From an optimization exercise on the open Yosys and OpenROAD flow, aimed at small area, a short achievable clock period and few clock cycles per item; shortcuts taken in it are not production practice. At most, simulation tests tie the RTL to the original design; equivalence was not proved. No functional check of the RTL was part of run 3. Power is estimated from default activity; no workload was simulated.

==> flow/design.v <==
module str_rebuild (
  input         clk,
  input         rst,
  input         in_valid,
  output        in_ready,
  input  [31:0] in_data,
  input  [31:0] in_mask,
  output        out_valid,
  input         out_ready,
  output [1:0]  out_n,
  output [4:0]  out_role_a,
  output [31:0] out_data_a,
  output [4:0]  out_role_b,
  output [31:0] out_data_b
);
  function [7:0] gf_mul(input [7:0] a, input [7:0] b);
    integer i;
    reg [7:0] p, t;
    begin
      p = 8'h00;
      t = a;
      for (i = 0; i < 8; i = i + 1) begin
        if (b[i]) p = p ^ t;
        t = {t[6:0], 1'b0} ^ (t[7] ? 8'h1D : 8'h00);
      end
      gf_mul = p;
    end
  endfunction
  function [7:0] gf_div2(input [7:0] a);
    gf_div2 = {1'b0, a[7:1]} ^ (a[0] ? 8'h8E : 8'h00);
  endfunction
  function [7:0] ainv(input [4:0] k);
    reg [31:0] t0, t1, t2, t3, t4, t5, t6, t7;
    begin
      t0 = 32'h09FE178D;
      t1 = 32'h84FF0BC6;
      t2 = 32'h4B81926E;
      t3 = 32'h2C3EDEBA;
      t4 = 32'h9FE178D0;
      t5 = 32'h4FF0BC68;
      t6 = 32'h27F85E34;
      t7 = 32'h13FC2F1A;
      ainv = {t7[k], t6[k], t5[k], t4[k], t3[k], t2[k], t1[k], t0[k]};
    end
  endfunction
  function [7:0] wtab(input [4:0] k);
    reg [31:0] t0, t1, t2, t3, t4, t5, t6, t7;
    begin
      t0 = 32'h1FD6E992;
      t1 = 32'h5F9D8454;
      t2 = 32'h524738EE;
      t3 = 32'hBE228668;
      t4 = 32'hD4D20CDA;
      t5 = 32'h0C7D2F36;
      t6 = 32'hD0BB6CF2;
      t7 = 32'h3EF2F72E;
      wtab = {t7[k], t6[k], t5[k], t4[k], t3[k], t2[k], t1[k], t0[k]};
    end
  endfunction
  reg        rdy_r;
  reg [4:0]  role;
  reg [31:0] mask_r;       
  reg        er_r;
  reg [1:0]  ecnt;
  reg [4:0]  px, py;
  reg [31:0] ps, h;
  reg  first, last;        
  wire accept = in_valid && rdy_r;
  wire drop0  = (role == 5'd1) && mask_r[0];
  wire [4:0] role_n = accept ? role + 5'd1 : role;
  always @(posedge clk) begin
    if (first) begin
      mask_r <= in_mask;
      er_r   <= in_mask[1];
    end else if (accept) begin
      er_r   <= mask_r[role + 5'd1];
    end
  end
  reg [1:0] ecnt_t;
  reg [4:0] px_t, py_t;
  always @(*) begin
    ecnt_t = ecnt;
    px_t   = px;
    py_t   = py;
    if (er_r) begin
      if (ecnt == 2'd0) px_t = role;
      if (ecnt == 2'd1) py_t = role;
      if (ecnt != 2'd3) ecnt_t = ecnt + 2'd1;
    end
  end
  always @(posedge clk) begin
    if (accept) begin
      if (first) begin
        ecnt <= {1'b0, in_mask[0]};
        px   <= 5'd0;
        py   <= 5'd0;
      end else begin
        ecnt <= ecnt_t;
        px   <= px_t;
        py   <= py_t;
      end
    end
  end
  wire        clr    = accept && (first || drop0);
  wire        keep_p = accept && (first || (!er_r && !last));
  wire        keep_h = first || !er_r;
  wire [31:0] dp = in_data & {32{keep_p}};
  wire [31:0] dh = in_data & {32{keep_h}};
  wire [31:0] hm = h & {32{!(first || drop0)}};
  integer b;
  always @(posedge clk) begin
    ps <= (ps & {32{!clr}}) ^ dp;
    if (accept && role < 5'd30)
      for (b = 0; b < 4; b = b + 1)
        h[8*b +: 8] <= gf_div2(hm[8*b +: 8]) ^ dh[8*b +: 8];
  end
  reg [31:0] qs;
  always @(*)
    for (b = 0; b < 4; b = b + 1)
      qs[8*b +: 8] = gf_mul(h[8*b +: 8], 8'h30) ^ (er_r ? 8'h00 : in_data[8*b +: 8]);
  reg        busy, ov;
  reg [2:0]  sub;
  reg [4:0]  step;
  reg [1:0]  on_r;
  reg [4:0]  ora, orb;
  reg [31:0] ra, rb;
  reg [7:0]  mo_r;
  wire lden = last && rdy_r;
  wire load = accept && last;
  wire two   = (on_r == 2'd2);
  wire c_pq  = two && (ora == 5'd30);
  wire c_xq  = two && (orb == 5'd31) && !c_pq;
  wire c_xp  = two && (orb == 5'd30);
  wire c_xy  = two && (orb < 5'd30);
  wire c_q   = (on_r == 2'd1) && (ora == 5'd31);
  wire c_one = (on_r == 2'd1) && !c_q;
  wire [2:0] sub_n = (step == 5'd0 || sub == 3'd5) ? 3'd0 : sub + 3'd1;
  wire [4:0] tidx = (sub_n == 3'd0) ? (c_xy ? orb : ora) : ~ora;
  wire [7:0] tinv = ainv(tidx);
  reg  [7:0] coef_n, coef;
  always @(*) begin
    case (sub_n)
      3'd0:    coef_n = (c_xy || c_xp || c_xq) ? tinv : 8'h01;
      3'd2:    coef_n = c_xy ? wtab(orb - ora) : (c_xq ? tinv : 8'h01);
      default: coef_n = c_xq ? 8'hC0 : 8'h01;
    endcase
  end
  wire [7:0] a0    = ra[7:0];
  wire [7:0] b0    = rb[7:0];
  wire       s1    = c_xy || c_xq;
  wire       sva   = c_xy || c_xp || c_q;    
  wire       svb   = c_xy || c_xp;           
  wire       mvb   = c_xq;                   
  wire       keepa = two || c_one;           
  wire       keepb = two;                    
  wire [7:0] va    = sva ? mo_r : (a0 & {8{keepa}});
  wire [7:0] vb    = svb ? (a0 ^ mo_r) : (mvb ? mo_r : (b0 & {8{keepb}}));
  wire [1:0] ecnt_l = ecnt_t;
  wire       many   = (ecnt_l == 2'd3);
  always @(posedge clk) begin
    mo_r <= gf_mul(b0, coef);
    coef <= coef_n;
  end
  always @(posedge clk) begin
    if (lden) begin
      ra   <= ps;
      rb   <= qs;
      on_r <= ecnt_l;
      ora  <= many ? 5'd0 : px_t;
      orb  <= many ? 5'd0 : py_t;
    end else if (busy) begin
      if (sub == 3'd5) begin
        ra <= {va, ra[31:8]};
        rb <= {vb, rb[31:8]};
      end else if (sub == 3'd1) begin
        rb[7:0] <= mo_r ^ (a0 & {8{s1}});
      end else if (sub == 3'd3) begin
        rb[7:0] <= mo_r;
      end
    end
  end
  wire done   = busy && (step == 5'd24);
  wire ov_n   = done || (ov && !out_ready);
  wire busy_n = load || (busy && !done);
  always @(posedge clk) begin
    if (rst) begin
      role  <= 5'd0;
      first <= 1'b1;
      last  <= 1'b0;
      busy  <= 1'b0;
      ov    <= 1'b0;
      rdy_r <= 1'b1;
    end else begin
      role  <= role_n;
      first <= (role_n == 5'd0);
      last  <= (role_n == 5'd31);
      busy  <= busy_n;
      ov    <= ov_n;
      rdy_r <= !((role_n == 5'd31) && (busy_n || ov_n));
    end
    if (load) begin
      step <= 5'd0;
      sub  <= 3'd0;
    end else if (busy) begin
      step <= step + 5'd1;
      sub  <= sub_n;
    end
  end
  assign in_ready   = rdy_r;
  assign out_valid  = ov;
  assign out_n      = on_r;
  assign out_role_a = ora;
  assign out_data_a = ra;
  assign out_role_b = orb;
  assign out_data_b = rb;
endmodule
==> flow/flow/run.sh <==
#!/bin/bash
# Standard ORFS layout (the standard.sh) with two changes: the port
# buffers are buf_2 cells instead of the smallest buffer-like cell, and the
# clock tree is built without sink clustering (two clkbuf_16 levels).
set -euo pipefail
export BUFFER_PORTS_ARGS="-buffer_cell sky130_fd_sc_hd__buf_2"
export CTS_ARGS="-repair_clock_nets"
bash standard.sh SETUP_SLACK_MARGIN=5.45 finish > standard.log 2>&1
==> flow/standard.sh <==
#!/bin/bash
# synth_recipe.tcl (not shown) runs the flow's synth.tcl, then flattens the netlist and writes it again
# the make line also repeats each setting of config.mk as NAME=value (left out here)
make -C /OpenROAD-flow-scripts/flow DESIGN_CONFIG=/design/flow/config.mk WORK_HOME=/design/flow/orfs CLKGATE_MAP_FILE= SYNTH_SCRIPT=/design/flow/synth_recipe.tcl "${@:-finish}"
==> flow/config.mk <==
export PLATFORM = sky130hd
export DESIGN_NAME = str_rebuild
export DESIGN_NICKNAME = str_rebuild
export VERILOG_FILES = /design/flow/design.v
export SDC_FILE = /design/flow/constraint.sdc
export NUM_CORES = 4
export LEC_CHECK = 0
export ABC_AREA = 1
export CAP_MARGIN = 20
export CORE_MARGIN = 2
export CORE_UTILIZATION = 50
export CTS_CLUSTER_DIAMETER = 60
export CTS_CLUSTER_SIZE = 30
export PLACE_DENSITY = 0.65
export SETUP_SLACK_MARGIN = 5
export SLEW_MARGIN = 20
==> flow/constraint.sdc <==
create_clock -name core_clock -period 8.0 [get_ports {clk}]
set_input_delay 1.6000 -clock core_clock [delete_from_list [all_inputs] [get_ports {clk}]]
set_output_delay 1.6000 -clock core_clock [all_outputs]
set_load 0.01 [all_outputs]
==> results of run 1 <==
## Yosys cell counts (all sizes together)
cell / instances
nand4: 5
o22ai: 4
fa: 1
o21ai: 89
a22oi: 2
nand2: 513
nor2: 112
o221ai: 6
ha: 25
buf: 19
inv: 109
edfxtp: 153
a31o: 1
clkinv: 2
dfxtp: 66
a21oi: 58
xor2: 166
mux2i: 5
o21bai: 1
nand3: 88
o2111ai: 2
or2: 7
nor3b: 1
clkbuf: 41
a41oi: 1
xnor2: 79
o21a: 9
o211ai: 13
o32ai: 5
nor3: 5
a31oi: 2
nand3b: 2
## layout make-up
class / instances / area share [%]
repair buffers: 243 / 9.61
flip-flops and latches: 219 / 37.6
well taps: 335 / 2.66
clock buffers: 19 / 2.81
clock inverters: 13 / 0.803
multi-input cells: 1202 / 43.8
inverters: 111 / 2.73
## flip-flops by register name, indices dropped and copies added, names as in the netlist, 8 cells and up
name    count
h          32
mask_r     32
mo_r        8
rb         32
coef        8
ra         32
ps         32
## power by group through the flow
stage          Clock (uW)  Combinational (uW)  Sequential [uW]
4_1_cts               875                 790             1480
5_1_grt               925                 918             1500
3_5_place_dp            0                 780             1510
6_report              867                 814             1490
3_3_place_gp            0                 763             1510
2_1_floorplan           0                 652             1450
## timing repair
item                                    in CTS  in global routing
buffers inserted                            53                 38
hold buffers                                 0                  0
endpoints found under the setup margin     158                200
pin swaps                                    0                 10
resized for setup                           20                 28
## cells in the final DEF (no fill, tap or decap), types with 62 or more instances in the layout
master / n
edfxtp_1: 153
xnor2_1: 76
xor2_1: 162
dfxtp_1: 62
nand2_1: 488
nand3_1: 84
nor2_1: 107
buf_4: 96
o21ai_0: 68
buf_2: 139
inv_1: 91
## per-stage QoR
step           total power [uW]  area, sq um
3_3_place_gp               2270        14300
3_5_place_dp               2290        14300
4_1_cts                    3150        15400
5_1_grt                    3340        15700
2_1_floorplan              2110        13400
6_report                   3170        15700
## kinds of logic after synthesis
family	Yosys count	synth area share, %
adder cells (fa/ha/maj)	26	2.49
AND/OR/NAND/NOR	733	22.6
XOR/XNOR	245	16.4
buffers and inverters	171	5.21
multiplexers	5	0.375
AO/OA/AOI/OAI	193	8.55
flip-flops	219	44.3
## final timing paths
kind               start  cells after the start             to  slack [ps]
setup / recovery   rb[8]                      1  out_data_b[8]        5280
hold / removal    ps[21]                      2         ps[21]         480
setup reg to reg  ora[0]                     15        coef[0]        5470
hold reg to reg   ps[21]                      2         ps[21]         480
## layer usage
layer | vias to the layer above | part of all wire [%] | GRT usage, %
li1 | 5583 | - | -
met1 | 5342 | 44 | 35.1
met2 | 379 | 47 | 41.8
met3 | 50 | 6.7 | 4.63
met4 | 0 | 1.9 | 7.67
met5 | - | 0 | 0
==> impl_metrics.ini, run 1 <==
[outcome]
status = timing/DRC/antenna clean

[sta]
final_max_slew_viol_count = 0
fmax_ghz = 0.368
hold_violations = 0
final.setup_skew_ps = 16.1
postLayoutSetupSlackWorst_ps = 5280
finalSetupTns_ps = 0
setup_violations = 0
relSlewSlack_pct = 44.5
tightest_slew_ps = 833
rsz0062_at_grt = true
finalCritPeriodShare_pct = 34.0
period_needed_ps = 2720
holdWs_ps = 485

[synth]
synth_area_leaders = edfxtp_1 34%, nand2_1 14%, xor2_1 11%
ys_seq_elements = 219
synthesis.nets = 1686
syn_area_sq_mm = 0.0133
synth_top_area_share_pct = 34.4
synth-warning-count = 1
seq_area_frac_synth_pct = 44.3
syn-instance-count = 1592
ys_types = 51
synth_top_cell_by_area = edfxtp_1
synth.avg_cell_area_sq_um = 8.38

[worst_setup_path]
cp.arrival_ps = 1120
slowest_delay_ps = 490
cp_max_fo = 2
crit_required_ps = 6400
cp_slowest_cell = edfxtp_1
worstSetupPathType = reg2out
cp_cell_sequence = buf_2
crit_path_start_kind = register
crit_buf_inv = 1
endpoint_kind = output pin
critical_path.top_delay_family = flip-flops

[floorplan]
core_sq_mm = 0.0261
ios = 146
die_w_um = 167
std_cell_rows = 59
initial_utilization_pct = 51.0
die-area_sq_mm = 0.0280
die_h_um = 167

[pwr]
p_leak_uw = 0.00680
peakVddDrop_uv = 127
pwr-share-comb_pct = 25.7
swShare_pct = 33.1
p_clk_share_pct = 27.4
seq_power_share_pct = 46.9
cellPowerDensity_mw_per_mm2 = 201
p_int_uw = 2120
switchingPower_uw = 1050

[run]
drv_cap = 0

[global_route]
grt-ovfl-total = 0
grt_pass1_wl_um = 56800
grt_pass1_vias = 10700
grt_max_degree = 90
grtUsageTotal_pct = 25.7
grt_antenna_before_repair = 0

[detailed_routing]
vias = 11400
routedWlPerCell_um = 16.7
drt.antenna.violating_nets = 0
routed_wl_um = 35800
viasPerCell = 5.30
drtPass1Iterations = 18
dr.first_iter.drc_count = 965
drc_errors = 0

[placement]
port-buffer-count = 145
dpl.cell_count = 2019
routabilityCongestion = 0.882
pre_cts_slack_ps = 4320
post-dp-hpwl_um = 25600

[layout]
layoutNonFillerInstCount = 2142
diodes = 0
regArea_sq_mm = 0.00592
final_layout_size_suffix_gt1_share_pct = 19.5
syn_to_final_growth_pct = 18.0
fin_util_pct = 60.3
multiInputGateArea_sq_mm = 0.00689
fillers = 2387
final_nets = 1888

[cts]
htree_num_levels = 4
cts-root-buf = clkbuf_16
ctsLongestPathBuffers = 2
cts_buffers = 17
cts_tree = yes
clkLatencyLatePin_ps = 450
cts_sinks = 219
cts.reportedPaths.clkPinSlew_ps = 80

[min_path]
hp-class = reg2reg
Testbench counts, summed over its fixed seeds: cycles 61,648, columns 1,920.
==> run 2, diff against run 1 <==
==> flow/flow/run.sh (replaced) <==
#!/bin/bash
# Standard ORFS layout (the standard.sh) with three changes: the port
# buffers are buf_2 cells instead of the smallest buffer-like cell, the clock
# tree is built without sink clustering (two clkbuf_16 levels), and
# repair_timing aims at a 5.25 ns setup margin (a 2.75 ns period).
set -euo pipefail
export BUFFER_PORTS_ARGS="-buffer_cell sky130_fd_sc_hd__buf_2"
export CTS_ARGS="-repair_clock_nets"
bash standard.sh SETUP_SLACK_MARGIN=5.25 finish > standard.log 2>&1
==> impl_metrics.ini, run 2 <==
[pwr]
power_uw = 3170
p_leak_uw = 0.00645
cellPowerDensity_mw_per_mm2 = 210
peakVddDrop_uv = 159

[min_path]
hp-class = reg2reg

[sta]
finalCritPeriodShare_pct = 34.3
rsz0062_at_grt = true
postLayoutSetupSlackWorst_ps = 5260
fmax_ghz = 0.365
setup_violations = 0
hold_violations = 0
tightest_slew_ps = 870
holdWs_ps = 485
relSlewSlack_pct = 42.0
final.setup_skew_ps = 19.1
final_max_slew_viol_count = 0
finalSetupTns_ps = 0
period_needed_ps = 2740

[floorplan]
die-area_sq_mm = 0.0280
core_sq_mm = 0.0261
die_w_um = 167
die_h_um = 167
ios = 146
initial_utilization_pct = 51.0
std_cell_rows = 59

[synth]
syn_area_sq_mm = 0.0133
synth-warning-count = 1
yosysMostFrequentCell = nand2_1
ys_seq_elements = 219
synth-edff-count = 153
synth_top_cell_by_area = edfxtp_1
synth.avg_cell_area_sq_um = 8.38
synthTopCellsByCount = 497 x nand2_1, 163 x xor2_1, 153 x edfxtp_1
syn-instance-count = 1592
seq_area_frac_synth_pct = 44.3
synth_ff_type = edfxtp_1
synth_area_leaders = edfxtp_1 34%, nand2_1 14%, xor2_1 11%
ys_types = 51
synthesis.nets = 1686
synth_top_area_share_pct = 34.4
postSynth.asyncResetShare_pct = 0

[worst_setup_path]
worstSetupPathType = reg2out
crit_path_start_kind = register
crit_buf_inv = 1
cp_slowest_cell = edfxtp_1
cp_max_fo = 2
cp_cell_sequence = buf_2
crit_required_ps = 6400
cp.arrival_ps = 1140
slowest_delay_ps = 510
critical_path.top_delay_family = flip-flops
endpoint_kind = output pin

[detailed_routing]
viasPerCell = 5.31
drt.antenna.violating_nets = 0
routed_wl_um = 35100
drc_errors = 0
drtPass1Iterations = 17
routedWlPerCell_um = 17.0
vias = 11000
dr.first_iter.drc_count = 1061

[layout]
final_nets = 1815
final_common_cell = nand2_1
diodes = 0
final_layout_size_suffix_gt1_share_pct = 15.3
fillers = 2411
layout_common_cells = 491 x nand2_1, 162 x xor2_1, 153 x edfxtp_1
layoutNonFillerInstCount = 2069
syn_to_final_growth_pct = 13.2

[global_route]
grt-ovfl-total = 0
grt_pass1_vias = 10500
grt_max_degree = 90
grt_pass1_wl_um = 56500
grt_antenna_before_repair = 2
grtUsageTotal_pct = 25.5

[placement]
port-buffer-count = 145
dpl.cell_count = 2018
routabilityCongestion = 0.877
pre_cts_slack_ps = 4320
post-dp-hpwl_um = 25700

[cts]
cts-root-buf = clkbuf_16
cts_tree = yes
htree_num_levels = 4
cts_buffers = 17
clkLatencyLatePin_ps = 450
cts_sinks = 219
ctsLongestPathBuffers = 2
cts.reportedPaths.clkPinSlew_ps = 80
ctsHoldBuffers = 0

[run]
drv_cap = 0

[outcome]
status = timing/DRC/antenna clean
-- run 2: timing repair --
item,CTS,global route
setup buffers,15,4
setup endpoints to repair,115,127
resized for setup,5,13
pin swaps,0,1
-- run 2: kinds of logic (layout without fill, tap and decap cells) --
logic type / count (synthesis) / after routing / share of synthesized area, %
simple gates: 733 / 733 / 22.6
xor+xnor: 245 / 245 / 16.4
flops: 219 / 219 / 44.3
compound gates: 193 / 193 / 8.55
buf+inv: 171 / 313 / 5.21
fa+ha+maj: 26 / 26 / 2.49
mux: 5 / 5 / 0.375
-- run 2: routing by layer --
metal	global-route usage (%)	vias up	routed length, um
li1	-	5431	-
met1	35.3	5104	15600
met3	3.85	64	2280
met2	41.0	393	16100
met4	9.26	2	1070
met5	0	-	18
-- run 2: metrics by stage --
stage	util, %	area (sq um)
4_1_cts	57.5	15000
5_1_grt	57.8	15100
3_5_place_dp	54.7	14300
2_1_floorplan	-	13400
6_report	57.8	15100
3_3_place_gp	54.7	14300
-- run 2: final cells by class --
type | instances | area (sq um) | area share (%)
Clock buffer | 18 | 429 | 2.84
Clock inverter | 14 | 163 | 1.08
Sequential cell | 219 | 5920 | 39.2
Timing Repair Buffer | 170 | 917 | 6.07
Multi-Input combinational cell | 1202 | 6830 | 45.2
Inverter | 111 | 429 | 2.84
Tap cell | 335 | 419 | 2.78
-- run 2: worst paths after layout --
kind                 from              to  slack (ps)  cells after the start
setup / recovery   ra[24]  out_data_a[24]        5260                      1
hold reg to reg     ps[7]           ps[7]         480                      2
setup reg to reg  role[0]           h[29]        5450                      6
hold / removal      ps[7]           ps[7]         480                      2
-- run 2: report_power, final --
group / internal [uW] / leakage (uW) / switching [uW]
sequential: 1360 / 0.00201 / 127
combinational: 326 / 0.00415 / 462
clock: 426 / 0.000290 / 470
==> run 3, diff against run 2 <==
--- a/flow/design.v
+++ b/flow/design.v
@@ -61,3 +61,4 @@
   reg [4:0]  role;
-  reg [31:0] mask_r;       
+  reg [31:2] mask_r;
+  reg        e0;           
   reg        er_r;
@@ -68,10 +69,12 @@
   wire accept = in_valid && rdy_r;
-  wire drop0  = (role == 5'd1) && mask_r[0];
+  wire drop0  = (role == 5'd1) && e0;
   wire [4:0] role_n = accept ? role + 5'd1 : role;
+  wire [31:0] mm = {mask_r, 2'b00};
   always @(posedge clk) begin
     if (first) begin
-      mask_r <= in_mask;
+      mask_r <= in_mask[31:2];
+      e0     <= in_mask[0];
       er_r   <= in_mask[1];
     end else if (accept) begin
-      er_r   <= mask_r[role + 5'd1];
+      er_r   <= mm[role + 5'd1];
     end
@@ -104,6 +107,4 @@
   wire        clr    = accept && (first || drop0);
-  wire        keep_p = accept && (first || (!er_r && !last));
-  wire        keep_h = first || !er_r;
-  wire [31:0] dp = in_data & {32{keep_p}};
-  wire [31:0] dh = in_data & {32{keep_h}};
+  wire        keep = accept && (first || !er_r);
+  wire [31:0] dg   = in_data & {32{keep}};
   wire [31:0] hm = h & {32{!(first || drop0)}};
@@ -111,6 +112,6 @@
   always @(posedge clk) begin
-    ps <= (ps & {32{!clr}}) ^ dp;
+    ps <= (ps & {32{!clr}}) ^ dg;
     if (accept && role < 5'd30)
       for (b = 0; b < 4; b = b + 1)
-        h[8*b +: 8] <= gf_div2(hm[8*b +: 8]) ^ dh[8*b +: 8];
+        h[8*b +: 8] <= gf_div2(hm[8*b +: 8]) ^ dg[8*b +: 8];
   end
@@ -119,6 +120,6 @@
     for (b = 0; b < 4; b = b + 1)
-      qs[8*b +: 8] = gf_mul(h[8*b +: 8], 8'h30) ^ (er_r ? 8'h00 : in_data[8*b +: 8]);
+      qs[8*b +: 8] = gf_mul(h[8*b +: 8], 8'h30) ^ dg[8*b +: 8];
   reg        busy, ov;
-  reg [2:0]  sub;
-  reg [4:0]  step;
+  reg [2:0]  sub;          
+  reg [1:0]  lane;
   reg [1:0]  on_r;
@@ -136,3 +137,3 @@
   wire c_one = (on_r == 2'd1) && !c_q;
-  wire [2:0] sub_n = (step == 5'd0 || sub == 3'd5) ? 3'd0 : sub + 3'd1;
+  wire [2:0] sub_n = (sub == 3'd6 || sub == 3'd5) ? 3'd0 : sub + 3'd1;
   wire [4:0] tidx = (sub_n == 3'd0) ? (c_xy ? orb : ora) : ~ora;
@@ -181,3 +182,3 @@
   end
-  wire done   = busy && (step == 5'd24);
+  wire done   = busy && (lane == 2'd3) && (sub == 3'd5);
   wire ov_n   = done || (ov && !out_ready);
@@ -201,7 +202,7 @@
     if (load) begin
-      step <= 5'd0;
-      sub  <= 3'd0;
+      sub  <= 3'd6;
+      lane <= 2'd0;
     end else if (busy) begin
-      step <= step + 5'd1;
       sub  <= sub_n;
+      if (sub == 3'd5) lane <= lane + 2'd1;
     end
==> impl_metrics.ini, run 3 <==
[cts]
cts_buffers = 17
cts_sinks = 215
ctsLongestPathBuffers = 2
cts_tree = yes
cts.reportedPaths.clkPinSlew_ps = 80
cts-root-buf = clkbuf_16
htree_num_levels = 4
ctsHoldBuffers = 0
clkLatencyLatePin_ps = 440

[detailed_routing]
vias = 10500
drt.antenna.violating_nets = 0
dr.first_iter.drc_count = 981
routed_wl_um = 34500
drtPass1Iterations = 7
drc_errors = 0
routedWlPerCell_um = 17.2
viasPerCell = 5.27

[synth]
synth_top_area_share_pct = 35.3
ys_seq_elements = 215
ys_types = 49
synthTopCellsByCount = 448 x nand2_1, 152 x edfxtp_1, 144 x xor2_1
synth_ff_type = edfxtp_1
synth.avg_cell_area_sq_um = 8.53
syn_area_sq_mm = 0.0129
postSynth.asyncResetShare_pct = 0
yosysMostFrequentCell = nand2_1
seq_area_frac_synth_pct = 45.0
synth_top_cell_by_area = edfxtp_1
synth-warning-count = 1
synthesis.nets = 1612
synth-edff-count = 152
syn-instance-count = 1517
synth_area_leaders = edfxtp_1 35%, nand2_1 13%, dfxtp_1 9.7%

[floorplan]
ios = 146
core_sq_mm = 0.0253
initial_utilization_pct = 51.1
die-area_sq_mm = 0.0272
std_cell_rows = 58
die_w_um = 165
die_h_um = 165

[outcome]
status = timing/DRC/antenna clean

[placement]
place_area_sq_mm = 0.0140
pre_cts_slack_ps = 4380
dpl.cell_count = 1947
post-dp-hpwl_um = 25300
routabilityCongestion = 0.903
port-buffer-count = 145

[worst_setup_path]
cp.arrival_ps = 2890
setup.worst_path.start = in_valid
endpoint_kind = register
worstSetupPathType = in2reg
cp_max_fo = 17
crit_path_start_kind = input pin
rr_startpoint = on_r[0]
crit_required_ps = 8150

[pwr]
p_clk_share_pct = 30.3
p_leak_uw = 0.00633
switchingPower_uw = 1000
swShare_pct = 32.6
pwr-share-comb_pct = 22.4
cellPowerDensity_mw_per_mm2 = 206
p_int_uw = 2070
seq_power_share_pct = 47.2
peakVddDrop_uv = 146

[global_route]
grt_pass1_vias = 9906
grt_antenna_before_repair = 0
grt_pass1_wl_um = 53200
grt-ovfl-total = 0
grtUsageTotal_pct = 25.6
grt_max_degree = 88

[sta]
tightest_slew_ps = 1060
period_needed_ps = 2740
rsz0062_at_grt = true
postLayoutSetupSlackWorst_ps = 5260
hold_violations = 0
final_max_slew_viol_count = 0
finalSetupTns_ps = 0
final.setup_skew_ps = 14.1
relSlewSlack_pct = 29.5
setup_violations = 0
fmax_ghz = 0.364
finalCritPeriodShare_pct = 34.3

[layout]
diodes = 0
fillers = 2364
layoutNonFillerInstCount = 2002
multiInputGateArea_sq_mm = 0.00664
final_common_cell = nand2_1
design_area_sq_mm = 0.0149
final_layout_size_suffix_gt1_share_pct = 16.4
syn_to_final_growth_pct = 15.1
layout_common_cells = 441 x nand2_1, 152 x edfxtp_1, 145 x buf_2
final_nets = 1754
regArea_sq_mm = 0.00583

[min_path]
min-delay-start = ps[1]
hp-class = reg2reg

[run]
drv_cap = 0
[run 3: changes by cell type in the layout (fill, tap and decap cells not counted), sizes merged, moves of 7 or more]
cell	delta
nand3	-9
a21oi	-12
xor2	-16
nor2	+10
inv	+7
xnor2	+27
nand2	-56
[run 3: final timing paths]
kind	to	slack, ps	cells after the start
worst max-delay path	rb[27]	5260	8
worst min-delay path	ps[1]	480	2
worst max register to register	ra[25]	5310	8
worst min register to register	ps[1]	480	2
[run 3: cells by family (layout without fill, tap and decap cells)]
| group | after synthesis | after routing | share of synthesized area, % |
|---|---|---|---|
| AO/OA/AOI/OAI | 176 | 176 | 8.01 |
| flip-flops | 215 | 215 | 45.0 |
| AND/OR/NAND/NOR | 675 | 675 | 21.1 |
| multiplexers | 2 | 2 | 0.155 |
| buffers and inverters | 166 | 321 | 5.24 |
| adder cells (fa/ha/maj) | 27 | 27 | 2.67 |
| XOR/XNOR | 256 | 256 | 17.8 |
[run 3: final cells by class]
type / instances / area share (%)
Tap cell: 330 / 2.77
Clock buffer: 18 / 2.88
Sequential cell: 215 / 39.1
Inverter: 116 / 2.97
Timing Repair Buffer: 173 / 6.36
Multi-Input combinational cell: 1136 / 44.5
Clock inverter: 14 / 1.34
[run 3: repair_timing]
item,CTS,global route
setup endpoints to repair,64,75
hold endpoints to repair,0,0
gates resized for setup,5,28
buffers inserted,12,11
pin swaps,1,3
[run 3: power groups by stage]
stage               clock (uW)  sequential (uW)  combinational, uW
finish                     932             1450                690
global route               982             1470                777
CTS                        945             1450                675
detailed placement           0             1470                666
global placement             0             1470                656
floorplan                    0             1410                558
[run 3: per-stage QoR]
stage               hold slack (ps)  power [uW]  utilization, %
global placement                472        2130            55.2
finish                          483        3080            58.8
detailed placement              473        2140            55.2
CTS                             485        3070            58.1
floorplan                       458        1970               -
global route                    520        3220            58.8
[run 3: worst max-delay path, stage by stage]
cell and delay [ps]:
buf_2 140, nand2_8 90, a21oi_4 210, buf_6 220, nand2_1 140, xor2_1 180, xnor2_1 190, a22oi_1 120
[run 3: per-layer routing]
| metal | global-route usage (%) | routed length [um] |
|---|---|---|
| met1 | 36.4 | 15700 |
| met2 | 40.4 | 16000 |
| met3 | 4.39 | 2240 |
| met4 | 6.80 | 633 |
| met5 | 0 | 0 |
==> run 4, diff against run 3 <==
--- a/flow/design.v
+++ b/flow/design.v
@@ -120,3 +120,3 @@
     for (b = 0; b < 4; b = b + 1)
-      qs[8*b +: 8] = gf_mul(h[8*b +: 8], 8'h30) ^ dg[8*b +: 8];
+      qs[8*b +: 8] = gf_mul(h[8*b +: 8], 8'h30) ^ (er_r ? 8'h00 : in_data[8*b +: 8]);
   reg        busy, ov;
@@ -175,6 +175,4 @@
         rb <= {vb, rb[31:8]};
-      end else if (sub == 3'd1) begin
-        rb[7:0] <= mo_r ^ (a0 & {8{s1}});
-      end else if (sub == 3'd3) begin
-        rb[7:0] <= mo_r;
+      end else if (sub == 3'd1 || sub == 3'd3) begin
+        rb[7:0] <= mo_r ^ (a0 & {8{s1 && !sub[1]}});
       end
==> impl_metrics.ini, run 4 <==
[global_route]
grt_antenna_before_repair = 0
grt-ovfl-total = 0
grt_util_met3_pct = 3.24
grtUsageTotal_pct = 25.3
grt_use_met2_pct = 41.2
grt_pass1_vias = 10200
grt.busiest_layer = met2
grt_pass1_wl_um = 54900
use_met1_pct = 35.7
grt_max_degree = 87

[sta]
fmax_ghz = 0.366
hold_violations = 0
finalSetupTns_ps = 0
setup_violations = 0
tightest_slew_ps = 1100
postLayoutSetupSlackWorst_ps = 5270
final.setup_skew_ps = 17.2
final_max_slew_viol_count = 0
relSlewSlack_pct = 26.4
finalCritPeriodShare_pct = 34.1
period_needed_ps = 2730
rsz0062_at_grt = true

[detailed_routing]
routed_wl_um = 35700
dr.first_iter.drc_count = 1055
drc_errors = 0
drtPass1Iterations = 5
drt.antenna.violating_nets = 0
viasPerCell = 5.27
vias = 10900
routedWlPerCell_um = 17.3

[floorplan]
ios = 146
initial_utilization_pct = 50.6
std_cell_rows = 59
die_h_um = 166
die-area_sq_mm = 0.0275
die_w_um = 166
core_sq_mm = 0.0258

[worst_setup_path]
worstSetupPathType = reg2out
cp_slowest_cell = edfxtp_1
setup.worst_path.start = rb[27]
cp.arrival_ps = 1130
critical_path.top_delay_family = flip-flops
rr_startpoint = role[0]
reg2reg_depth = 6
reg2reg_to = h[17]
cp_max_fo = 2
r2r_slack_ps = 5370
crit_required_ps = 6400
slowest_delay_ps = 500
cp_cell_sequence = buf_2
worstSetupEndpoint = out_data_b[27]
crit_path_start_kind = register
crit_buf_inv = 1
endpoint_kind = output pin
worst-path-stages = 1

[placement]
pre_cts_slack_ps = 4660
port-buffer-count = 145
dpl.cell_count = 1999
post-dp-hpwl_um = 25900
routabilityCongestion = 0.920

[synth]
syn_area_sq_mm = 0.0131
synth_area_leaders = edfxtp_1 35%, nand2_1 13%, dfxtp_1 9.6%
postSynth.asyncResetShare_pct = 0
ys_seq_elements = 215
synthesis.nets = 1665
synth-warning-count = 1
synthTopCellsByCount = 455 x nand2_1, 152 x edfxtp_1, 147 x nor2_1
synth-edff-count = 152
seq_area_frac_synth_pct = 44.5
synth.avg_cell_area_sq_um = 8.33
synth_ff_type = edfxtp_1
synth_top_area_share_pct = 34.9
ys_types = 52
synth_top_cell_by_area = edfxtp_1
syn-instance-count = 1570
yosysMostFrequentCell = nand2_1

[cts]
htree_num_levels = 4
ctsHoldBuffers = 0
cts_buffers = 17
clkLatencyLatePin_ps = 450
cts_tree = yes
ctsLongestPathBuffers = 2
cts.reportedPaths.clkPinSlew_ps = 80
cts-root-buf = clkbuf_16
cts_sinks = 215

[pwr]
p_clk_share_pct = 29.7
peakVddDrop_uv = 140
swShare_pct = 32.7
p_int_uw = 2090
switchingPower_uw = 1020
p_leak_uw = 0.00654
seq_power_share_pct = 46.7
cellPowerDensity_mw_per_mm2 = 206
pwr-share-comb_pct = 23.6

[layout]
final_layout_size_suffix_gt1_share_pct = 16.7
syn_to_final_growth_pct = 15.4
layout_common_cells = 449 x nand2_1, 152 x edfxtp_1, 145 x buf_2
layoutNonFillerInstCount = 2069
final_common_cell = nand2_1
final_nets = 1816
diodes = 0

[run]
drv_cap = 0

[min_path]
hp-class = reg2reg

[outcome]
status = timing/DRC/antenna clean
## run 4: how the worst min path moves through the flow
stage                start     end  depth (start not counted)
detailed placement   ps[8]   ps[8]                          2
global route         ps[8]   ps[8]                          2
global placement     ps[8]   ps[8]                          2
floorplan           ps[11]  ps[11]                          2
finish               ps[8]   ps[8]                          2
CTS                  ps[8]   ps[8]                          2
## run 4: routing by layer
| layer | share of wire (%) | wire [um] |
|---|---|---|
| met1 | 46 | 16500 |
| met2 | 47 | 16700 |
| met3 | 5.3 | 1880 |
| met4 | 2.1 | 750 |
| met5 | 0 | 0 |
## run 4: final cells by class
class	instances	area [sq um]
well taps	335	419
inverters	133	512
flip-flops and latches	215	5830
fillers	2391	10700
clock inverters	15	199
multi-input cells	1165	6640
repair buffers	189	1070
clock buffers	17	425
## run 4: kinds of logic after synthesis
group | count (synthesis) | synth area share, %
flip-flops | 215 | 44.5
adder cells (fa/ha/maj) | 27 | 2.64
buffers and inverters | 191 | 5.94
multiplexers | 5 | 0.383
AND/OR/NAND/NOR | 705 | 21.9
XOR/XNOR | 248 | 16.7
AO/OA/AOI/OAI | 179 | 7.93
## run 4: power by group through the flow
stage                     logic [uW]  clock network [uW]  registers (uW)
after detailed placement         694                   0            1470
after floorplan                  576                   0            1410
final                            732                 923            1450
after CTS                        713                 934            1440
after global routing             818                 978            1460
after global placement           679                   0            1470
## run 4: metrics by stage
step                area, sq um  hold slack, ps  utilization (%)  total power [uW]
floorplan                 13200             458                -              1980
global placement          14100             471             54.4              2150
detailed placement        14100             476             54.4              2160
CTS                       14800             488             57.3              3090
global route              15100             516             58.4              3260
finish                    15100             489             58.4              3110
## run 4: repair_timing
action | CTS | global route
hold endpoints to repair | 0 | 0
gates cloned | 1 | 0
pin swaps | 1 | 7
gates resized for setup | 5 | 25
setup buffers | 12 | 25
endpoints found under the setup margin | 47 | 61
Testbench counts of run 4, summed over its fixed seeds: cycles 61,648, columns 1,920.
==> run 5, diff against run 4 <==
--- a/flow/config.mk
+++ b/flow/config.mk
@@ -10,6 +10,6 @@
 export CORE_MARGIN = 2
-export CORE_UTILIZATION = 50
+export CORE_UTILIZATION = 60
 export CTS_CLUSTER_DIAMETER = 60
 export CTS_CLUSTER_SIZE = 30
-export PLACE_DENSITY = 0.65
+export PLACE_DENSITY = 0.75
 export SETUP_SLACK_MARGIN = 5
==> impl_metrics.ini, run 5 <==
[outcome]
status = timing/DRC/antenna clean

[cts]
cts_sinks = 215
cts.reportedPaths.clkPinSlew_ps = 80
cts-root-buf = clkbuf_16
clkLatencyLatePin_ps = 440
ctsLongestPathBuffers = 2
htree_num_levels = 4
cts_tree = yes
cts_buffers = 17

[min_path]
holdPathStages = 2
hp-class = reg2reg
min_to = ps[24]
min-delay-start = ps[24]

[sta]
fmax_ghz = 0.368
final.setup_skew_ps = 13.7
tightest_slew_ps = 1090
finalSetupTns_ps = 0
rsz0062_at_grt = true
hold_violations = 0
final_max_slew_viol_count = 0
period_needed_ps = 2720
setup_violations = 0
relSlewSlack_pct = 26.4
finalCritPeriodShare_pct = 34.0

[global_route]
grtUsageTotal_pct = 30.2
grt_pass1_vias = 10300
grt_pass1_wl_um = 53500
grt_max_degree = 87
grt-ovfl-total = 0
grt_antenna_before_repair = 0

[detailed_routing]
drtPass1Iterations = 7
routed_wl_um = 34700
dr.first_iter.drc_count = 943
viasPerCell = 5.50
drt.antenna.violating_nets = 0
vias = 11100
routedWlPerCell_um = 17.2
drc_errors = 0

[pwr]
cellPowerDensity_mw_per_mm2 = 207
p_leak_uw = 0.00654
peakVddDrop_uv = 147

[floorplan]
initial_utilization_pct = 60.5
ios = 146
std_cell_rows = 54
die_w_um = 152
die_h_um = 152
die-area_sq_mm = 0.0230
core_sq_mm = 0.0216

[worst_setup_path]
reg2reg_to = h[3]
crit_required_ps = 6400
r2r_slack_ps = 5400
cp_slowest_cell = edfxtp_1
worst-path-stages = 1
cp_max_fo = 5
reg2reg_depth = 6
rr_startpoint = role[0]
crit_buf_inv = 1
cp.arrival_ps = 1120
crit_path_start_kind = register
slowest_delay_ps = 500
cp_cell_sequence = buf_2
critical_path.top_delay_family = flip-flops
worstSetupPathType = reg2out
endpoint_kind = output pin

[layout]
final_nets = 1813
layout_common_cells = 448 x nand2_1, 152 x edfxtp_1, 145 x buf_2
syn_to_final_growth_pct = 14.9
final_common_cell = nand2_1
fin_util_pct = 69.5
fillers = 1717
final_layout_size_suffix_gt1_share_pct = 16.6

[synth]
syn_area_sq_mm = 0.0131
postSynth.asyncResetShare_pct = 0
synth_area_leaders = edfxtp_1 35%, nand2_1 13%, dfxtp_1 9.6%
synthesis.nets = 1665
synth_ff_type = edfxtp_1
synthTopCellsByCount = 455 x nand2_1, 152 x edfxtp_1, 147 x nor2_1
synth_top_cell_by_area = edfxtp_1
synth-edff-count = 152
synth_top_area_share_pct = 34.9
ys_seq_elements = 215
syn-instance-count = 1570
seq_area_frac_synth_pct = 44.5
synth-warning-count = 1
ys_types = 52
synth.avg_cell_area_sq_um = 8.33
yosysMostFrequentCell = nand2_1

[placement]
post-dp-hpwl_um = 25000
port-buffer-count = 145
routabilityCongestion = 0.913

[run]
drv_cap = 0
==> run 5: per-layer routing <==
metal | track usage, % | vias to the layer above | part of all wire [%]
li1 | - | 5346 | -
met1 | 41.9 | 5193 | 42
met2 | 48.9 | 457 | 47
met3 | 4.97 | 67 | 7.7
met4 | 9.17 | 0 | 2.4
met5 | 0 | - | 0
==> run 5: worst max-delay path by stage <==
stage	from	endpoint	slack, ps
6_report	orb[1]	out_role_b[1]	5280
5_1_grt	role[0]	h[8]	5200
4_1_cts	in_valid	ps[6]	5220
3_5_place_dp	in_valid	h[22]	4680
3_3_place_gp	in_valid	h[13]	4730
2_1_floorplan	in_valid	h[0]	5240
==> run 5: power breakdown <==
part	switching (uW)	total [uW]	internal, uW
Sequential	125	1450	1320
Clock	469	934	465
Combinational	428	735	307
==> run 5: layout make-up <==
type | instances | area [sq um] | share of cell area, %
diodes | 1 | 2.50 | 0.0167
clock buffers | 17 | 425 | 2.83
clock inverters | 15 | 210 | 1.40
inverters | 133 | 512 | 3.41
multi-input cells | 1165 | 6640 | 44.2
flip-flops and latches | 215 | 5830 | 38.8
well taps | 280 | 350 | 2.33
repair buffers | 186 | 1050 | 6.99
==> run 5: kinds of logic (layout without fill, tap and decap cells) <==
group           count (synthesis)  count (layout)  share of synthesized area [%]
simple gates                  705             705                           21.9
xor+xnor                      248             248                           16.7
flops                         215             215                           44.5
buf+inv                       191             351                           5.94
compound gates                179             180                           7.93
fa+ha+maj                      27              27                           2.64
mux                             5               5                          0.383
other cells                     0               1                              0
==> run 5: stage by stage <==
step           worst slack (ps)  instance area (sq um)  power (uW)  hold slack (ps)  std cells
2_1_floorplan              5240                  13200        1980              458       1570
3_3_place_gp               4730                  14000        2140              470       1944
3_5_place_dp               4680                  14000        2160              477       1944
4_1_cts                    5220                  14800        3090              492       1988
5_1_grt                    5200                  15000        3260              508       2011
6_report                   5280                  15000        3120              494       2012
==> run 5: what timing repair did <==
item                                    in CTS  in global routing
hold buffers                                 0                  0
gates cloned                                 1                  0
pin swaps                                    1                  6
buffers inserted                            11                 23
gates resized for setup                      5                 27
endpoints found under the setup margin      46                 50
==> run 6, diff against run 5 <==
--- a/flow/config.mk
+++ b/flow/config.mk
@@ -7,3 +7,2 @@
 export LEC_CHECK = 0
-export ABC_AREA = 1
 export CAP_MARGIN = 20
@@ -11,4 +10,2 @@
 export CORE_UTILIZATION = 60
-export CTS_CLUSTER_DIAMETER = 60
-export CTS_CLUSTER_SIZE = 30
 export PLACE_DENSITY = 0.75
==> impl_metrics.ini, run 6 <==
[outcome]
status = timing/DRC/antenna clean

[floorplan]
initial_utilization_pct = 60.5
ios = 146
core_sq_mm = 0.0216
die_h_um = 152
std_cell_rows = 54
die-area_sq_mm = 0.0230
die_w_um = 152

[synth]
synth_area_leaders = edfxtp_1 35%, xnor2_1 9.8%, dfxtp_1 9.6%
postSynth.asyncResetShare_pct = 0
synth-edff-count = 152
synth_ff_type = edfxtp_1
ys_seq_elements = 215
yosysMostFrequentCell = nand2_1
seq_area_frac_synth_pct = 44.5
synth.avg_cell_area_sq_um = 9.94
synth_top_area_share_pct = 34.9
synth_top_cell_by_area = edfxtp_1
syn-instance-count = 1316
synthesis.nets = 1411
synth-warning-count = 1
syn_area_sq_mm = 0.0131
synthTopCellsByCount = 270 x nand2_1, 152 x edfxtp_1, 147 x xnor2_1
ys_types = 77

[sta]
final_max_slew_viol_count = 0
rsz0062_at_grt = true
relSlewSlack_pct = 28.5
hold_violations = 0
tightest_slew_ps = 1070
fmax_ghz = 0.351
setup_violations = 0
finalCritPeriodShare_pct = 35.6
final.setup_skew_ps = 15.1
finalSetupTns_ps = 0
period_needed_ps = 2850

[global_route]
grt_pass1_vias = 9667
grt.busiest_layer = met2
grt_pass1_wl_um = 53000
use_met1_pct = 41.9
grtUsageTotal_pct = 30.3
grt_antenna_before_repair = 0
grt-ovfl-total = 0
grt_use_met2_pct = 47.9
grt_max_degree = 69
grt_util_met3_pct = 6.41

[layout]
final_layout_size_suffix_gt1_share_pct = 25.8
diodes = 0
final_nets = 1587
syn_to_final_growth_pct = 19.9
fillers = 1508
design_area_sq_mm = 0.0157
layout_common_cells = 267 x nand2_1, 152 x edfxtp_1, 145 x xnor2_1
final_common_cell = nand2_1

[worst_setup_path]
crit_top_cell = buf_6
worst-path-stages = 3
crit_required_ps = 6400
crit_buf_inv = 3
reg2reg_depth = 12
endpoint_kind = output pin
cp_max_fo = 2
cp_cell_sequence = buf_4, buf_6, buf_6
cp_slowest_cell = edfxtp_1
slowest_delay_ps = 430
critical_path.top_delay_family = flip-flops
worstSetupPathType = reg2out
cp.arrival_ps = 1250
crit_path_start_kind = register

[cts]
ctsLongestPathBuffers = 2
cts-root-buf = clkbuf_16
cts_sinks = 215
cts.reportedPaths.clkPinSlew_ps = 80
cts_buffers = 17
clkLatencyLatePin_ps = 460
htree_num_levels = 4
cts_tree = yes

[min_path]
holdPathStages = 2
hp-class = reg2reg

[detailed_routing]
drtPass1Iterations = 6
drt.antenna.violating_nets = 0
routed_wl_um = 36200
drc_errors = 0
viasPerCell = 6.06
dr.first_iter.drc_count = 921
routedWlPerCell_um = 20.3
vias = 10800

[placement]
place_area_sq_mm = 0.0140
port-buffer-count = 145
post-dp-hpwl_um = 24100
routabilityCongestion = 0.936

[pwr]
peakVddDrop_uv = 131
cellPowerDensity_mw_per_mm2 = 175
p_leak_uw = 0.00595

[run]
drv_cap = 0
==> run 6: worst paths after layout <==
kind,to,startpoint,slack (ps)
worst max register to register,coef[2],sub[0],5240
worst max-delay path,out_role_b[0],orb[0],5150
worst min-delay path,ps[18],ps[18],470
worst min register to register,ps[18],ps[18],470
==> run 6: per-layer routing <==
layer	vias to the layer above	share of wire, %
met5	-	0
met4	0	3.2
met3	101	8.5
met2	585	48
met1	5175	41
li1	4963	-
==> run 6: cells by family (layout without fill, tap and decap cells) <==
| family | Yosys count | after routing | synth area share [%] |
|---|---|---|---|
| multiplexers | 63 | 63 | 5.97 |
| buffers and inverters | 101 | 289 | 3.23 |
| XOR/XNOR | 254 | 254 | 17.1 |
| adder cells (fa/ha/maj) | 27 | 27 | 2.64 |
| flip-flops | 215 | 215 | 44.5 |
| AO/OA/AOI/OAI | 222 | 222 | 12.0 |
| AND/OR/NAND/NOR | 434 | 435 | 14.5 |
==> run 6: through the flow <==
stage	std cells	power (uW)	util (%)	worst slack [ps]	hold slack, ps
2_1_floorplan	1316	1670	-	5240	448
3_3_place_gp	1673	1770	64.6	4910	457
3_5_place_dp	1673	1780	64.6	4820	464
4_1_cts	1752	2740	69.9	5180	478
5_1_grt	1785	2830	72.6	5120	495
6_report	1785	2740	72.6	5150	474
==> run 6: repair_timing <==
item	4_1_cts	5_1_grt
resized for setup	27	64
cloned	0	2
buffers inserted	47	31
pin swaps	9	22
hold buffers	0	0
setup endpoints to repair	76	23
==> run 6: worst register-to-register path, stage by stage, from the launching register on <==
cell	delay, ps
dfxtp_4	390
inv_1	70
ha_2	400
and3_4	260
nor2_4	70
o311ai_4	370
inv_2	170
ha_4	230
o32ai_1	270
nor2_1	70
a21oi_1	120
o21ai_1	80
o31ai_1	190
==> run 6: power by group <==
group | internal, uW | switching, uW | total, uW
clock | 450 | 513 | 964
combinational | 183 | 226 | 409
sequential | 1290 | 79.2 | 1370
==> run 6: final cells by class <==
class                      instances  area (sq um)  area share, %
clock inverter                    15           230           1.47
multi-input combinational       1001          7310           46.6
timing repair inverter             1          5.00         0.0319
inverter                          25           109          0.694
clock buffer                      17           425           2.71
timing repair buffer             231          1420           9.06
tap                              280           350           2.23
sequential                       215          5840           37.2
==> run 7, diff against run 6 <==
--- a/flow/config.mk
+++ b/flow/config.mk
@@ -7,2 +7,3 @@
 export LEC_CHECK = 0
+export ABC_AREA = 1
 export CAP_MARGIN = 20
@@ -13 +14,2 @@
 export SLEW_MARGIN = 20
+export TNS_END_PERCENT = 30
==> impl_metrics.ini, run 7 <==
[outcome]
status = timing/DRC/antenna clean

[synth]
synth-warning-count = 1
ys_seq_elements = 215
yosysMostFrequentCell = nand2_1
synthTopCellsByCount = 455 x nand2_1, 152 x edfxtp_1, 147 x nor2_1
seq_area_frac_synth_pct = 44.5
syn-instance-count = 1570
synth_top_area_share_pct = 34.9
synth_top_cell_by_area = edfxtp_1
synth_ff_type = edfxtp_1
synth-edff-count = 152
ys_types = 52
synth_area_leaders = edfxtp_1 35%, nand2_1 13%, dfxtp_1 9.6%
syn_area_sq_mm = 0.0131
synth.avg_cell_area_sq_um = 8.33
postSynth.asyncResetShare_pct = 0
synthesis.nets = 1665

[layout]
final_common_cell = nand2_1
final_layout_size_suffix_gt1_share_pct = 15.4
syn_to_final_growth_pct = 13.5
layout_common_cells = 449 x nand2_1, 152 x edfxtp_1, 146 x nor2_1
final_nets = 1798
layoutNonFillerInstCount = 1997
fin_util_pct = 68.7

[cts]
clkLatencyLatePin_ps = 460
cts_sinks = 215
cts_buffers = 17
htree_num_levels = 4
cts.reportedPaths.clkPinSlew_ps = 90
cts_tree = yes
ctsLongestPathBuffers = 2
cts-root-buf = clkbuf_16

[floorplan]
die-area_sq_mm = 0.0230
std_cell_rows = 54
core_sq_mm = 0.0216
die_h_um = 152
initial_utilization_pct = 60.5
die_w_um = 152
ios = 146

[pwr]
cellPowerDensity_mw_per_mm2 = 208
peakVddDrop_uv = 161
p_leak_uw = 0.00644

[worst_setup_path]
cp_cell_sequence = buf_2
crit_path_start_kind = register
critical_path.top_delay_family = flip-flops
endpoint_kind = output pin
worstSetupPathType = reg2out
cp.arrival_ps = 1180
cp_max_fo = 4
crit_buf_inv = 1
slowest_delay_ps = 520
cp_slowest_cell = edfxtp_1
crit_required_ps = 6400

[sta]
hold_violations = 0
holdWs_ps = 493
setup_violations = 0
period_needed_ps = 2780
final.setup_skew_ps = 16.8
rsz0062_at_grt = true
relSlewSlack_pct = 29.1
fmax_ghz = 0.360
finalCritPeriodShare_pct = 34.7
finalSetupTns_ps = 0
final_max_slew_viol_count = 0
tightest_slew_ps = 1050

[detailed_routing]
viasPerCell = 5.54
drc_errors = 0
drtPass1Iterations = 5
routed_wl_um = 34800
vias = 11100
routedWlPerCell_um = 17.4
drt.antenna.violating_nets = 0
dr.first_iter.drc_count = 1086

[global_route]
grt-ovfl-total = 0
grt_max_degree = 87
grt_pass1_vias = 10200
grt_antenna_before_repair = 0
grtUsageTotal_pct = 30.1
grt_pass1_wl_um = 53400

[placement]
dpl.cell_count = 1943
post-dp-hpwl_um = 24900
routabilityCongestion = 0.932
port-buffer-count = 145

[min_path]
hp-class = reg2reg

[run]
drv_cap = 0
## run 7: cell count changes after synthesis, sizes merged, moves of 19 or more
| cell | before | now |
|---|---|---|
| nand3 | 18 | 64 |
| nand2 | 271 | 467 |
| nor2b | 19 | 0 |
| a221oi | 24 | 1 |
| nor2 | 72 | 154 |
| o21ai | 60 | 87 |
| mux2i | 27 | 5 |
| mux2 | 27 | 0 |
| inv | 22 | 132 |
## run 7: path summary, 6_finish.rpt
check | start | end | slack [ps] | depth (start not counted)
worst max-delay path | on_r[0] | out_n[0] | 5220 | 1
worst min register to register | ps[8] | ps[8] | 490 | 2
worst min-delay path | ps[8] | ps[8] | 490 | 2
worst max register to register | orb[0] | coef[0] | 5300 | 16
## run 7: logic make-up (layout without fill, tap and decap cells)
| group | after synthesis | in the layout | synth area share, % |
|---|---|---|---|
| compound gates | 179 | 180 | 7.93 |
| xor+xnor | 248 | 248 | 16.7 |
| fa+ha+maj | 27 | 27 | 2.64 |
| buf+inv | 191 | 336 | 5.94 |
| flops | 215 | 215 | 44.5 |
| mux | 5 | 5 | 0.383 |
| other cells | 0 | 1 | 0 |
| simple gates | 705 | 705 | 21.9 |
## run 7: metal layers
metal  global-route usage [%]  wire, um  part of all wire [%]
met3                     5.09      2780                   8.0
met5                        0         0                     0
met1                     42.0     14600                    42
met4                     10.0       998                   2.9
met2                     47.8     16300                    47
## run 7: worst min-delay path, delay by kind of cell, from the launching register on
family	cells	cell delay, ps
XOR/XNOR	1	60
flip-flops	1	320
AND/OR/NAND/NOR	1	80
## run 7: area by class of cell
type                       count  area [sq um]
fill                        1759          6770
multi-input combinational   1165          6610
sequential                   215          5830
timing repair buffer         170           926
inverter                     133           515
clock buffer                  17           425
tap                          280           350
clock inverter                15           189
timing repair inverter         1          7.51
antenna                        1          2.50
## run 7: per-stage QoR
stage	area (sq um)	setup WS [ps]	power, uW
final	14900	5220	3080
after global routing	14800	5130	3220
after CTS	14700	5160	3050
after detailed placement	14000	4670	2150
after global placement	14000	4730	2140
after floorplan	13100	5240	1980
## run 7: where the power goes
group | switching (uW) | internal, uW
combinational | 427 | 304
clock | 475 | 431
sequential | 126 | 1320
total | 1030 | 2060
## run 7: timing repair
item	CTS	global route
resized for setup	4	14
gates cloned	0	2
pin swaps	1	5
endpoints found under the setup margin	46	95
hold buffers	0	0
buffers inserted	6	13
==> run 8, diff against run 7 <==
--- a/flow/flow/run.sh
+++ b/flow/flow/run.sh
@@ -8,2 +8,2 @@
 export CTS_ARGS="-repair_clock_nets"
-bash standard.sh SETUP_SLACK_MARGIN=5.25 finish > standard.log 2>&1
+bash standard.sh SETUP_SLACK_MARGIN=5.3 finish > standard.log 2>&1
--- a/flow/config.mk
+++ b/flow/config.mk
@@ -14,2 +14 @@
 export SLEW_MARGIN = 20
-export TNS_END_PERCENT = 30
==> impl_metrics.ini, run 8 <==
[global_route]
grtUsageTotal_pct = 30.1
grt_antenna_before_repair = 0
grt_pass1_vias = 10300
grt_max_degree = 87
grt_pass1_wl_um = 53200
grt-ovfl-total = 0

[pwr]
switchingPower_uw = 1020
p_int_uw = 2060
p_leak_uw = 0.00658
pwr-share-comb_pct = 23.8
seq_power_share_pct = 46.9
p_clk_share_pct = 29.3
peakVddDrop_uv = 163
swShare_pct = 33.1
cellPowerDensity_mw_per_mm2 = 203

[floorplan]
ios = 146
die_h_um = 152
std_cell_rows = 54
die-area_sq_mm = 0.0230
die_w_um = 152
initial_utilization_pct = 60.5
core_sq_mm = 0.0216

[sta]
rsz0062_at_grt = true
finalSetupTns_ps = 0
final_max_slew_viol_count = 0
fmax_ghz = 0.369
finalCritPeriodShare_pct = 33.9
setup_violations = 0
hold_violations = 0
tightest_slew_ps = 774
final.setup_skew_ps = 16.1
period_needed_ps = 2710
relSlewSlack_pct = 48.4

[synth]
postSynth.asyncResetShare_pct = 0
syn-instance-count = 1570
ys_types = 52
synth.avg_cell_area_sq_um = 8.33
yosysMostFrequentCell = nand2_1
synth-warning-count = 1
syn_area_sq_mm = 0.0131
synth_area_leaders = edfxtp_1 35%, nand2_1 13%, dfxtp_1 9.6%
ys_seq_elements = 215
synthesis.nets = 1665
synthTopCellsByCount = 455 x nand2_1, 152 x edfxtp_1, 147 x nor2_1
synth_top_cell_by_area = edfxtp_1
synth-edff-count = 152
synth_top_area_share_pct = 34.9
synth_ff_type = edfxtp_1
seq_area_frac_synth_pct = 44.5

[worst_setup_path]
endpoint_kind = output pin
cp_max_fo = 2
critical_path.top_delay_family = flip-flops
crit_required_ps = 6400
crit_path_start_kind = register
slowest_delay_ps = 480
cp_cell_sequence = buf_2
cp_slowest_cell = edfxtp_1
cp.arrival_ps = 1110
crit_buf_inv = 1
worstSetupPathType = reg2out

[cts]
clkLatencyLatePin_ps = 450
cts.reportedPaths.clkPinSlew_ps = 80
ctsHoldBuffers = 0
htree_num_levels = 4
cts_buffers = 17
cts_sinks = 215
cts-root-buf = clkbuf_16
cts_tree = yes
ctsLongestPathBuffers = 2

[detailed_routing]
vias = 11200
routed_wl_um = 34600
drtPass1Iterations = 5
routedWlPerCell_um = 17.1
drc_errors = 0
drt.antenna.violating_nets = 0
dr.first_iter.drc_count = 1004
viasPerCell = 5.51

[layout]
layout_common_cells = 446 x nand2_1, 152 x edfxtp_1, 145 x buf_2
fin_util_pct = 70.1
diodes = 0
final_layout_size_suffix_gt1_share_pct = 18.2
final_common_cell = nand2_1
design_area_sq_mm = 0.0152
syn_to_final_growth_pct = 15.9
final_nets = 1827

[run]
drv_cap = 0

[min_path]
hp-class = reg2reg

[placement]
post-dp-hpwl_um = 25000
place_area_sq_mm = 0.0140
routabilityCongestion = 0.950
port-buffer-count = 145

[outcome]
status = timing/DRC/antenna clean
## run 8: cell families after synthesis
| kind of cell | Yosys count | synth area share (%) |
|---|---|---|
| AOI/OAI and AO/OA | 179 | 7.93 |
| xor gates and xnor gates | 248 | 16.7 |
| adders and majority gates | 27 | 2.64 |
| buffers and inverters | 191 | 5.94 |
| DFF | 215 | 44.5 |
| muxes | 5 | 0.383 |
| and+or+nand+nor | 705 | 21.9 |
## run 8: final timing paths
path / from / end / slack, ps / depth (start not counted)
setup / recovery: rb[13] / out_data_b[13] / 5290 / 1
hold / removal: ps[7] / ps[7] / 480 / 2
setup reg to reg: sub[0] / coef[4] / 5410 / 16
hold reg to reg: ps[7] / ps[7] / 480 / 2
## run 8: through the flow
stage / std cells / worst slack, ps / hold WS, ps / total power, uW
after floorplan: 1570 / 5240 / 458 / 1990
after global placement: 1944 / 4410 / 470 / 2140
after detailed placement: 1944 / 4640 / 474 / 2160
after CTS: 1998 / 5250 / 486 / 3060
after global routing: 2025 / 5190 / 511 / 3230
final: 2025 / 5290 / 481 / 3080
## run 8: what timing repair did
action	4_1_cts	5_1_grt
resized for setup	12	23
hold endpoints to repair	0	0
cloned	0	1
setup endpoints to repair	91	56
pin swaps	2	9
setup buffers	22	26
## run 8: worst min-delay path, delay by kind of cell (launching register included)
family | cells | cell delay, ps
xor gates and xnor gates | 1 | 60
DFF | 1 | 320
and+or+nand+nor | 1 | 70
## run 8: power groups by stage
stage	clock network (uW)	registers [uW]	logic, uW
after global routing	953	1460	821
after floorplan	0	1410	581
after CTS	909	1440	709
final	904	1450	734
after detailed placement	0	1460	695
after global placement	0	1460	674
## run 8: cell type report
| type | count | area [sq um] |
|---|---|---|
| Timing Repair Buffer | 200 | 1150 |
| Tap cell | 280 | 350 |
| Timing Repair inverter | 1 | 7.51 |
| Fill cell | 1767 | 6460 |
| Multi-Input combinational cell | 1164 | 6680 |
| Sequential cell | 215 | 5840 |
| Clock inverter | 15 | 195 |
| Inverter | 133 | 515 |
| Clock buffer | 17 | 425 |
## run 8: per-layer routing
metal | vias up | routed length [um] | share of wire (%) | track usage [%]
met4 | 0 | 1150 | 3.3 | 10.8
met3 | 75 | 2450 | 7.1 | 4.61
met1 | 5205 | 14700 | 42 | 41.6
li1 | 5389 | - | - | -
met2 | 497 | 16300 | 47 | 48.4
met5 | - | 0 | 0 | 0
==> run 9, diff against run 8 <==
--- a/flow/flow/run.sh
+++ b/flow/flow/run.sh
@@ -8,2 +8,2 @@
 export CTS_ARGS="-repair_clock_nets"
-bash standard.sh SETUP_SLACK_MARGIN=5.3 finish > standard.log 2>&1
+bash standard.sh SETUP_SLACK_MARGIN=5.25 finish > standard.log 2>&1
--- a/flow/config.mk
+++ b/flow/config.mk
@@ -10,4 +10,4 @@
 export CORE_MARGIN = 2
-export CORE_UTILIZATION = 60
-export PLACE_DENSITY = 0.75
+export CORE_UTILIZATION = 70
+export PLACE_DENSITY = 0.85
 export SETUP_SLACK_MARGIN = 5
==> impl_metrics.ini, run 9 <==
[outcome]
status = timing/DRC/antenna clean

[synth]
synth_ff_type = edfxtp_1
yosysMostFrequentCell = nand2_1
synth-warning-count = 1
synthTopCellsByCount = 455 x nand2_1, 152 x edfxtp_1, 147 x nor2_1
postSynth.asyncResetShare_pct = 0
syn_area_sq_mm = 0.0131
seq_area_frac_synth_pct = 44.5
synth-edff-count = 152
synth_area_leaders = edfxtp_1 35%, nand2_1 13%, dfxtp_1 9.6%
synth_top_area_share_pct = 34.9
synthesis.nets = 1665
syn-instance-count = 1570
ys_seq_elements = 215
ys_types = 52
synth.avg_cell_area_sq_um = 8.33
synth_top_cell_by_area = edfxtp_1

[worst_setup_path]
slowest_delay_ps = 490
crit_buf_inv = 2
cp_max_fo = 32
critical_path.top_delay_family = simple AND/OR/NAND/NOR gates
crit_required_ps = 8340
crit_path_start_kind = input pin
cp.arrival_ps = 3090
cp_cell_sequence = buf_2, nand2_8, clkinvlp_4, nand2_4, nand2_1, xnor2_1
endpoint_kind = register
cp_slowest_cell = nand2_4
worstSetupPathType = in2reg

[run]
drv_cap = 0

[layout]
final_layout_size_suffix_gt1_share_pct = 15.4
diodes = 0
layout_common_cells = 448 x nand2_1, 152 x edfxtp_1, 145 x nor2_1, 145 x buf_2, 128 x xnor2_1
fillers = 1109
final_common_cell = nand2_1
syn_to_final_growth_pct = 13.2
layoutNonFillerInstCount = 1939
final_nets = 1792

[detailed_routing]
drt.antenna.violating_nets = 0
viasPerCell = 5.88
drc_errors = 0
dr.first_iter.drc_count = 1231
vias = 11400
drtPass1Iterations = 7
routed_wl_um = 35600
routedWlPerCell_um = 18.4

[floorplan]
std_cell_rows = 49
die-area_sq_mm = 0.0198
initial_utilization_pct = 72.1
ios = 146
die_h_um = 141
die_w_um = 141
core_sq_mm = 0.0181

[cts]
ctsHoldBuffers = 0
clkLatencyLatePin_ps = 460
cts_buffers = 17
cts.reportedPaths.clkPinSlew_ps = 80
cts_sinks = 215
ctsLongestPathBuffers = 2
cts-root-buf = clkbuf_16
cts_tree = yes
htree_num_levels = 4

[global_route]
grt_pass1_wl_um = 55300
grt_antenna_before_repair = 0
grt_pass1_vias = 10700
grt-ovfl-total = 0
grt_max_degree = 87
grtUsageTotal_pct = 35.9

[sta]
tightest_slew_ps = 1180
setup_violations = 0
fmax_ghz = 0.363
relSlewSlack_pct = 20.4
finalSetupTns_ps = 0
rsz0062_at_grt = true
finalCritPeriodShare_pct = 34.5
final.setup_skew_ps = 15.8
period_needed_ps = 2760
final_max_slew_viol_count = 0
hold_violations = 0

[placement]
post-dp-hpwl_um = 24800
port-buffer-count = 145
dpl.cell_count = 1890
routabilityCongestion = 0.953

[pwr]
p_leak_uw = 0.00644
cellPowerDensity_mw_per_mm2 = 209
peakVddDrop_uv = 176

[min_path]
hp-class = reg2reg
[run 9: layout make-up]
cell class / count / area [sq um] / area share, %
multi-input cells: 1165 / 6640 / 44.8
flip-flops and latches: 215 / 5830 / 39.4
clock inverters: 14 / 191 / 1.29
clock buffers: 18 / 439 / 2.97
repair buffers: 165 / 901 / 6.09
well taps: 229 / 287 / 1.94
inverters: 133 / 514 / 3.47
[run 9: final timing paths]
| kind | slack [ps] | cells after the start | to | from |
|---|---|---|---|---|
| worst max register to register | 5260 | 6 | h[16] | role[0] |
| worst min register to register | 500 | 2 | ps[12] | ps[12] |
| worst max-delay path | 5240 | 6 | ps[16] | in_valid |
| worst min-delay path | 500 | 2 | ps[12] | ps[12] |
[run 9: kinds of logic after synthesis]
logic type,Yosys count,synth area share [%]
XOR/XNOR,248,16.7
buffers and inverters,191,5.94
AO/OA/AOI/OAI,179,7.93
adder cells (fa/ha/maj),27,2.64
flip-flops,215,44.5
multiplexers,5,0.383
AND/OR/NAND/NOR,705,21.9
[run 9: timing repair]
action,4_1_cts,5_1_grt
pin swaps,1,5
setup endpoints to repair,77,60
hold endpoints to repair,0,0
buffers inserted,11,5
cloned,1,0
gates resized for setup,9,19
[run 9: routing by layer]
layer  part of all wire [%]  vias up  track usage, %  routed length [um]
met2                     48      704            59.3               17100
met3                     10      128            6.32                3560
met1                     38     5250            46.8               13400
met5                      0        -               0                   0
met4                    4.3        0            16.4                1520
li1                       -     5320               -                   -
[run 9: power breakdown]
part / leakage (uW) / internal [uW] / switching (uW) / total (uW)
Clock: 0.000304 / 460 / 451 / 910
Sequential: 0.00198 / 1320 / 131 / 1450
Combinational: 0.00415 / 302 / 429 / 732
[run 9: worst reg2reg max path: stages (launching register included)]
cell and delay [ps]:
dfxtp_1 530, ha_1 320, nand4_1 80, nand2_1 270, inv_1 830, nand2_1 240, xnor2_1 200
[run 9: metrics by stage]
step	utilization (%)	cell area, sq um	setup WS, ps	power [uW]	hold slack, ps
detailed placement	76.6	13900	4340	2150	479
floorplan	-	13200	5240	1980	458
global route	81.6	14800	5160	3220	507
finish	81.6	14800	5240	3100	497
CTS	81.0	14700	5270	3060	494
global placement	76.6	13900	4450	2120	469

## what the ideal ports hide
The results above use ideal ports. As a check the final layouts listed here were re-extracted and re-timed, cells and wires unchanged.
Step 1 (the two cells are an assumption about what drives the block):
set clk [get_ports {clk}]
set_driving_cell -lib_cell sky130_fd_sc_hd__clkbuf_16 $clk
set_driving_cell -lib_cell sky130_fd_sc_hd__buf_2 [delete_from_list [all_inputs] $clk]
Step 2 also shifts input and output timing later by t, the mid clock arrival at the registers, as if the neighbouring blocks saw the same clock.
a / b / c = no drivers / after step 1 / after step 2; a / b = the first two.
run | shift t [ns] | setup WS [ns] | slew at the worst register clock pin (ns) | worst data-port slew with drivers (ns) | cell pins on the clock port's net
run 1 | 0.491 | 5.282 / 5.233 / 5.173 | 0.08 / 0.08 | 0.05 | 1
run 2 | 0.490 | 5.259 / 5.210 / 5.014 | 0.09 / 0.09 | 0.05 | 1
run 3 | 0.488 | 5.256 / 5.222 / 4.783 | 0.09 / 0.09 | 0.05 | 1
run 4 | 0.489 | 5.271 / 5.220 / 4.951 | 0.09 / 0.09 | 0.05 | 1
run 5 | 0.480 | 5.282 / 5.235 / 5.011 | 0.09 / 0.09 | 0.07 | 1
run 6 | 0.497 | 5.153 / 5.105 / 4.934 | 0.09 / 0.09 | 0.04 | 1
run 7 | 0.504 | 5.220 / 5.173 / 4.930 | 0.09 / 0.09 | 0.05 | 1
run 8 | 0.489 | 5.289 / 5.239 / 4.966 | 0.09 / 0.09 | 0.05 | 1
run 9 | 0.497 | 5.244 / 5.200 / 4.764 | 0.08 / 0.08 | 0.05 | 1
After both steps setup and hold are still met in every run listed. The setup slack of run 9, which loses most, moves by -0.044 ns with the drivers and by -0.480 ns with both steps.
